This design comes from an exercise in tuning for small area, a short achievable clock period and few clock cycles per item on the open sky130 flow, not from production work.
RTL that was checked went through simulation tests only; none was proved equivalent to the original.
No activity file was given, so power comes from the tool's default toggle rates.

// stripe_engine
module stripe_engine (
  input  wire        clk,
  input  wire        rst,
  input  wire        cmd_valid,
  output wire        cmd_ready,
  input  wire [1:0]  cmd_op,        
  input  wire [4:0]  cmd_dcount,    
  input  wire [21:0] cmd_miss,      
  input  wire        cmd_miss_p,    
  input  wire        cmd_miss_q,    
  input  wire        in_valid,
  output wire        in_ready,
  input  wire [63:0] in_data,
  output wire        res_valid,
  input  wire        res_ready,
  output reg  [2:0]  res_status,
  output reg  [4:0]  res_pos,
  output reg  [63:0] res_p,
  output reg  [63:0] res_q,
  output reg  [63:0] res_dx,
  output reg  [63:0] res_dy
);
  localparam ST_OK = 3'd0, ST_QBAD = 3'd1, ST_PBAD = 3'd2, ST_LOST = 3'd3, ST_DBAD = 3'd4;
  function automatic [7:0] gf_mul(input [7:0] a, input [7:0] b);
    reg [7:0] r, t;
    integer i;
    begin
      r = 8'h00;
      t = a;
      for (i = 0; i < 8; i = i + 1) begin
        if (b[i]) r = r ^ t;
        t = {t[6:0], 1'b0} ^ (t[7] ? 8'h1D : 8'h00);
      end
      gf_mul = r;
    end
  endfunction
  function automatic [7:0] gf_xtime(input [7:0] a);
    gf_xtime = {a[6:0], 1'b0} ^ (a[7] ? 8'h1D : 8'h00);
  endfunction
  function automatic [7:0] gf_xinv(input [7:0] a);
    gf_xinv = {1'b0, a[7:1]} ^ (a[0] ? 8'h8E : 8'h00);
  endfunction
  function automatic [7:0] g_pos(input [4:0] e);
    g_pos =
      (e == 5'd0) ? 8'h01 :
      (e == 5'd1) ? 8'h02 :
      (e == 5'd2) ? 8'h04 :
      (e == 5'd3) ? 8'h08 :
      (e == 5'd4) ? 8'h10 :
      (e == 5'd5) ? 8'h20 :
      (e == 5'd6) ? 8'h40 :
      (e == 5'd7) ? 8'h80 :
      (e == 5'd8) ? 8'h1D :
      (e == 5'd9) ? 8'h3A :
      (e == 5'd10) ? 8'h74 :
      (e == 5'd11) ? 8'hE8 :
      (e == 5'd12) ? 8'hCD :
      (e == 5'd13) ? 8'h87 :
  ...
For scale: roughly 3200 cells after synthesis, roughly 530 flip-flops, roughly 370 I/O pins.
clock: 15.0 ns
lec_check: 0
cap_margin: 5
core_margin: 2
core_utilization: 65
cts_cluster_diameter: 60
cts_cluster_size: 30
place_density: 0.75
slew_margin: 5
standard.sh (not shown) runs the stock make flow with config.mk's settings and CLKGATE_MAP_FILE= SYNTH_SCRIPT=/design/flow/synth_recipe.tcl, a recipe that flattens the netlist after the stock synthesis.
==> flow/flow/run.sh <==
#!/bin/bash
# Standard ORFS layout with a tighter repair target and small port buffers.
set -euo pipefail
bash standard.sh SETUP_SLACK_MARGIN=10.65 \
  "BUFFER_PORTS_ARGS=-buffer_cell sky130_fd_sc_hd__buf_1" finish > orfs_make.log 2>&1
The baseline produced a clean layout.
Change:
==> flow/flow/run.sh (replaced) <==
#!/bin/bash
# Standard ORFS layout with a tighter repair target and buf_1 port buffers;
# after global placement the buffers of the control inputs are upsized.
set -euo pipefail
here=$(pwd)
bash standard.sh SETUP_SLACK_MARGIN=10.6 \
  "POST_GLOBAL_PLACE_TCL=$here/flow/post_gpl.tcl" \
  "BUFFER_PORTS_ARGS=-buffer_cell sky130_fd_sc_hd__buf_1" finish > orfs_make.log 2>&1
==> flow/flow/post_gpl.tcl (new file) <==
# the control inputs fan out widely: give their port buffers more drive
foreach port {in_valid cmd_valid res_ready rst} {
  foreach inst [get_cells -of_objects [get_nets $port]] {
    puts "upsizing [get_full_name $inst] on $port"
    replace_cell $inst sky130_fd_sc_hd__buf_4
  }
}
CAP_MARGIN = 20   (was 5)
CTS_CLUSTER_SIZE = 28   (was 30)
SLEW_MARGIN = 20   (was 5)
After rerunning:
- final area is about the same
- die area stays the same
- count of clock-buffer cells in the layout is higher by 4
Function was not checked in any run of this note: the RTL went through the layout flow alone.

========
Starting RTL as in the previous note.
clock: 15.0 ns
lec_check: 0
cap_margin: 20
core_margin: 2
core_utilization: 65
cts_cluster_diameter: 60
cts_cluster_size: 28
place_density: 0.75
slew_margin: 20
==> flow/flow/run.sh <==
#!/bin/bash
# Standard ORFS layout with a tighter repair target and small port buffers.
set -euo pipefail
bash standard.sh SETUP_SLACK_MARGIN=10.9 \
  "BUFFER_PORTS_ARGS=-buffer_cell sky130_fd_sc_hd__buf_1" finish > orfs_make.log 2>&1
The first run finished with timing, DRC and antenna clean.
Then changed:
==> flow/flow/run.sh (replaced) <==
#!/bin/bash
# Standard ORFS layout with a tighter repair target and small port buffers.
set -euo pipefail
bash standard.sh SETUP_SLACK_MARGIN=10.6 \
  "BUFFER_PORTS_ARGS=-buffer_cell sky130_fd_sc_hd__buf_1" finish > orfs_make.log 2>&1
CORE_UTILIZATION = 72   (was 65)
CTS_CLUSTER_SIZE = 30   (was 28)
PLACE_DENSITY = 0.82   (was 0.75)
Result: The changed run completed without violations. Wire length went down by 3.0%. Setup slack is worse by 96 ps. Core utilization increases by 2.3 points. Clock power increases by about 10%. Final cell count decreases by 6.1%.
Then changed:
CORE_UTILIZATION = 65   (was 72)
CTS_CLUSTER_SIZE = 28   (was 30)
PLACE_DENSITY = 0.75   (was 0.82)
Final cell count went up by 1.4%.
Via count went down by 3.2%.
Synthesized cell count does not change.
Die area went up by 11%.
Area after synthesis does not change.
Routed wire length went down by 3.5%.
Total power went down by 1.4%.
Non-clock buffer count went down by 4.
Register-to-register slack stays flat.
Worst setup slack improves by 17 ps.
Utilization went down by 7.1 points.
Then changed:
==> flow/flow/run.sh (replaced) <==
#!/bin/bash
# Standard ORFS layout with a tighter repair target and small port buffers.
set -euo pipefail
bash standard.sh SETUP_SLACK_MARGIN=10.75 \
  "BUFFER_PORTS_ARGS=-buffer_cell sky130_fd_sc_hd__buf_1" finish > orfs_make.log 2>&1
The new run finished clean.
Worst setup slack gets better by 93 ps.
Flip-flop and latch count does not change.
Final area came out higher by 2.5%.
Routed wire length came out higher by about 2.4%.
Via count came out higher by 2.0%.
Power came out higher by 1.2%.
Sequential share of layout area came out lower by 1.1 points.
Die area does not change.
Synthesized area is unchanged.
Hold slack gets worse by 11 ps.
No run of this note included a check of the RTL's function; only the layout flow was run.

========
## v40
stripe_engine, a different RTL version from the one above (not shown whole).
Size: about 3100 cells after synthesis, about 530 flip-flops, roughly 370 I/O pins, about 0.030 mm² of cells after synthesis.
==> flow/config.mk <==
export PLATFORM = sky130hd
export DESIGN_NAME = stripe_engine
export DESIGN_NICKNAME = stripe_engine
export VERILOG_FILES = /design/flow/design.v
export SDC_FILE = /design/flow/constraint.sdc
export NUM_CORES = 4
export LEC_CHECK = 0
export CAP_MARGIN = 20
export CORE_MARGIN = 2
export CORE_UTILIZATION = 25
export PLACE_DENSITY = 0.35
export SLEW_MARGIN = 20
==> flow/constraint.sdc <==
create_clock -name core_clock -period 15.0 [get_ports {clk}]
set_input_delay 3.0000 -clock core_clock [delete_from_list [all_inputs] [get_ports {clk}]]
set_output_delay 3.0000 -clock core_clock [all_outputs]
set_load 0.01 [all_outputs]
==> flow/flow/run.sh <==
#!/bin/bash
# Standard ORFS layout with a tighter repair target and small port buffers.
set -euo pipefail
bash standard.sh SETUP_SLACK_MARGIN=10.8 \
  "BUFFER_PORTS_ARGS=-buffer_cell sky130_fd_sc_hd__buf_1" finish > orfs_make.log 2>&1
Per the final summary, v40 finished and its layout is clean on timing, DRC and antenna.
Testbench counts of v40, summed over its fixed seeds: cycles 37,082, items 1,920.
The inputs of v44 differ from those of v40 as listed below.
- changing CORE_UTILIZATION from 25 to 65
- changing PLACE_DENSITY from 0.35 to 0.75
--- a/flow/flow/run.sh
+++ b/flow/flow/run.sh
@@ -3,3 +3,3 @@
 set -euo pipefail
-bash standard.sh SETUP_SLACK_MARGIN=10.8 \
+bash standard.sh SETUP_SLACK_MARGIN=10.6 \
   "BUFFER_PORTS_ARGS=-buffer_cell sky130_fd_sc_hd__buf_1" finish > orfs_make.log 2>&1
==> run notes <==
Proportion of power drawn by combinational gates, v44 and v40: lower on v44
Looking at proportion of final cell area spent on non-clock buffers, v44 sits 5.8 points lower than v40 does.
Relative contribution of the clock network to total power, v44 and v40: smaller value in v44
For v3, these inputs were changed with respect to v44:
- changing CORE_UTILIZATION from 65 to 50
- changing PLACE_DENSITY from 0.75 to 0.6
Row reported net switching power: v3 higher / v44 lower. v3 vs v44: total power draw up by a few percent. Diff v44..v3 | sequential cell count | unchanged. Between v44 and v3, the setup fix buffers added after clock tree synthesis is lower for v44. Changes observed in v3 relative to v44: least setup slack across all paths after layout decreased 0.011 ns; power per unit of standard cell area increased about 1%; wire length increased 5100 µm. v3 vs v44: peak supply drop down in v3. Summary — combinational cell fraction of total power, v3 relative to v44: lower, by 0.6 points. Compared with v44, internal cell power in v3 increased by a few percent. v3 vs v44: met2 layer usage reported by global route down in v3.
--- input diff v3..v12 ---
- swapping 0.6 for 0.35 in PLACE_DENSITY
- swapping 50 for 25 in CORE_UTILIZATION
--- outcome ---
[v12 vs v3] wire length on met2: higher in v12. Compared with v3, v12 shows iteration count of the initial detailed-routing pass lower by 1. Diff v3 -> v12: number of clock buffers in the layout saw an increase; total power increased by 3.0% relative to the old numbers; design area higher. Comparing setup slack of the critical path after layout for v3 and v12, the smaller number came from v3. Between v3 and v12, the overall routed net length is lower for v3. On filler cell count in the final layout: between v3 and v12, it ends up lower for v3. Status: share of the cycle needed by the critical path after routing parity (v12, v3). Going from v3 to v12, first-pass GRT wire length higher; clock power share higher.

========
Setup of run 1:
Another version of the RTL of stripe_engine (not shown whole).
Size in the first run: about 3200 cells after synthesis, ~530 flip-flops, ~370 I/O pins, roughly 0.029 mm2 of cells after synthesis.
Settings: LEC_CHECK=0, CAP_MARGIN=5, CORE_MARGIN=2, CORE_UTILIZATION=65, CTS_CLUSTER_DIAMETER=60, CTS_CLUSTER_SIZE=28, PLACE_DENSITY=0.75, SLEW_MARGIN=5; clock period 15.0 ns.
==> flow/flow/run.sh <==
#!/bin/bash
# Standard ORFS layout with a tighter repair target and small port buffers.
set -euo pipefail
bash standard.sh SETUP_SLACK_MARGIN=10.6 \
  "BUFFER_PORTS_ARGS=-buffer_cell sky130_fd_sc_hd__buf_1" finish > orfs_make.log 2>&1
Run 1 finished every stage and its layout cleared the timing, DRC and antenna checks.
Testbench counts of run 1, summed over its fixed seeds: cycles 37,082, items 1,920.
> inputs changed (run 1 -> run 2)
Settings: changing SLEW_MARGIN from 5 to 20; removing CTS_CLUSTER_SIZE (formerly 28); changing CAP_MARGIN from 5 to 20; removing CTS_CLUSTER_DIAMETER (formerly 60).
==> run notes <==
- Fraction of area in registers (lower): run 2
- Lower power goes to run 1 over run 2.
- Number of buffers added by the clock tree synthesis step in run 2 is 17 above run 1.
- Looking at switching power, run 2 sits below run 1.
- Run 2: total wire length after detailed routing about 1.1% above run 1
- For final-layout non-clock buffer area share, run 1 and run 2 come out practically identical.
- On clock share of power: between run 2 and run 1, it ends up lower for run 1.
For run 3, these inputs were changed with respect to run 2:
Settings: setting CTS_CLUSTER_DIAMETER to 60 for the first time; setting CTS_CLUSTER_SIZE to 28 for the first time.
--- a/flow/flow/run.sh
+++ b/flow/flow/run.sh
@@ -4 +4 @@
-bash standard.sh SETUP_SLACK_MARGIN=10.6 \
+bash standard.sh SETUP_SLACK_MARGIN=10.7 \
--- outcome ---
Every run in the comparison, run 2 and run 3, completed the flow with a clean layout.
[compare] base=run 2 new=run 3: post-detailed-route via-to-cell ratio now smaller, clock tree buffer count of the final layout fell 51%.
Biggest fanout along the worst timing path in run 3 is 3 below run 2.
[inputs] run 4 vs run 3
Settings: swapping 0.75 for 0.65 in PLACE_DENSITY.
--- a/flow/flow/run.sh
+++ b/flow/flow/run.sh
@@ -4 +4 @@
-bash standard.sh SETUP_SLACK_MARGIN=10.7 \
+bash standard.sh SETUP_SLACK_MARGIN=10.6 \
Results
Global-route wire length before repair went down slightly going from run 3 to run 4. Run 4 vs. run 3: clock-buffer cell count increased about 10%; detailed route wirelength on metal3 went up by 5.4%; combinational share of power dropped 1.2 points.
What run 5 does differently from run 4 at the input level:
Settings: CELL_PAD_IN_SITES_DETAIL_PLACEMENT newly set to 0; CELL_PAD_IN_SITES_GLOBAL_PLACEMENT newly set to 0; PLACE_DENSITY changed from 0.65 to 0.75.
[summary]
[run 5 vs run 4] number of clock buffers in the layout: lower in run 5. Run 5 against run 4; maximum number of pins on one net before global-route repair is up by a few percent. On power density over the cells: run 5 sits above run 4. Re number of enable flip-flop cells after synthesis: no difference whatsoever between run 4 and run 5. Run 5 — final layout net count 13 lower, run 4 as reference. Taking run 4 as the reference, in run 5 number of instances in the placed design flat, routed wire length increased about 1%, number of setup violations in the final report now sits at about the same level. Run 4 → run 5: number of global-route vias before repair shows an increase of 0.36%; utilization after layout went down 0.36 points; post-cts gate resize count saw a decrease.

==> port drivers added, routing unchanged <==
The flow's constraints put no driver on any port. The routed layouts listed below were extracted and timed again, unchanged, in two steps.
Step 1 sets driving cells, clkbuf_16 on the clock port and buf_2 on the other inputs (assumed; they add their load-dependent delay and slew).
Step 2 moves the port delays by t, midway between the first and last clock arrival at a register: inputs arrive t later, outputs are due t later. That takes back most of the time a late clock gives input paths.
Slacks: ideal ports / drivers / drivers and shift; pairs: ideal ports / drivers.
| run | t (ns) | slack for setup (ns) | hold slack, ns | worst setup path after step 2 |
|---|---|---|---|---|
| the first run of note 1 | 0.649 | 10.644 / 10.578 / 10.102 | 0.457 / 0.457 / 0.457 | input to register |
| the second run of note 1 | 0.640 | 10.589 / 10.527 / 10.087 | 0.486 / 0.486 / 0.486 | input to register |
| the first run of note 2 | 0.641 | 10.678 / 10.615 / 10.394 | 0.459 / 0.459 / 0.459 | input to register |
| the second run of note 2 | 0.648 | 10.582 / 10.521 / 10.008 | 0.465 / 0.465 / 0.465 | input to register |
| the third run of note 2 | 0.635 | 10.599 / 10.538 / 10.220 | 0.484 / 0.484 / 0.484 | input to register |
| the fourth run of note 2 | 0.642 | 10.692 / 10.632 / 10.369 | 0.473 / 0.473 / 0.473 | input to register |
| v40 | 0.677 | 10.633 / 10.569 / 10.256 | 0.471 / 0.471 / 0.471 | input to register |
| v44 | 0.660 | 10.605 / 10.547 / 10.193 | 0.478 / 0.478 / 0.478 | input to register |
| v3 | 0.682 | 10.594 / 10.528 / 10.115 | 0.478 / 0.478 / 0.478 | input to register |
| v12 | 0.677 | 10.603 / 10.538 / 10.124 | 0.465 / 0.465 / 0.465 | input to register |
| run 1 | 0.642 | 10.613 / 10.556 / 10.108 | 0.465 / 0.465 / 0.465 | input to register |
| run 2 | 0.665 | 10.607 / 10.547 / 10.077 | 0.468 / 0.468 / 0.468 | input to register |
| run 3 | 0.646 | 10.637 / 10.578 / 10.298 | 0.476 / 0.476 / 0.476 | input to register |
| run 4 | 0.643 | 10.589 / 10.529 / 10.074 | 0.475 / 0.475 / 0.475 | input to register |
| run 5 | 0.640 | 10.602 / 10.545 / 10.103 | 0.467 / 0.467 / 0.467 | input to register |
After both steps setup and hold are still met in every run listed. The setup slack of the second run of note 2, which loses most, moves by -0.061 ns with the drivers and by -0.574 ns with both steps.
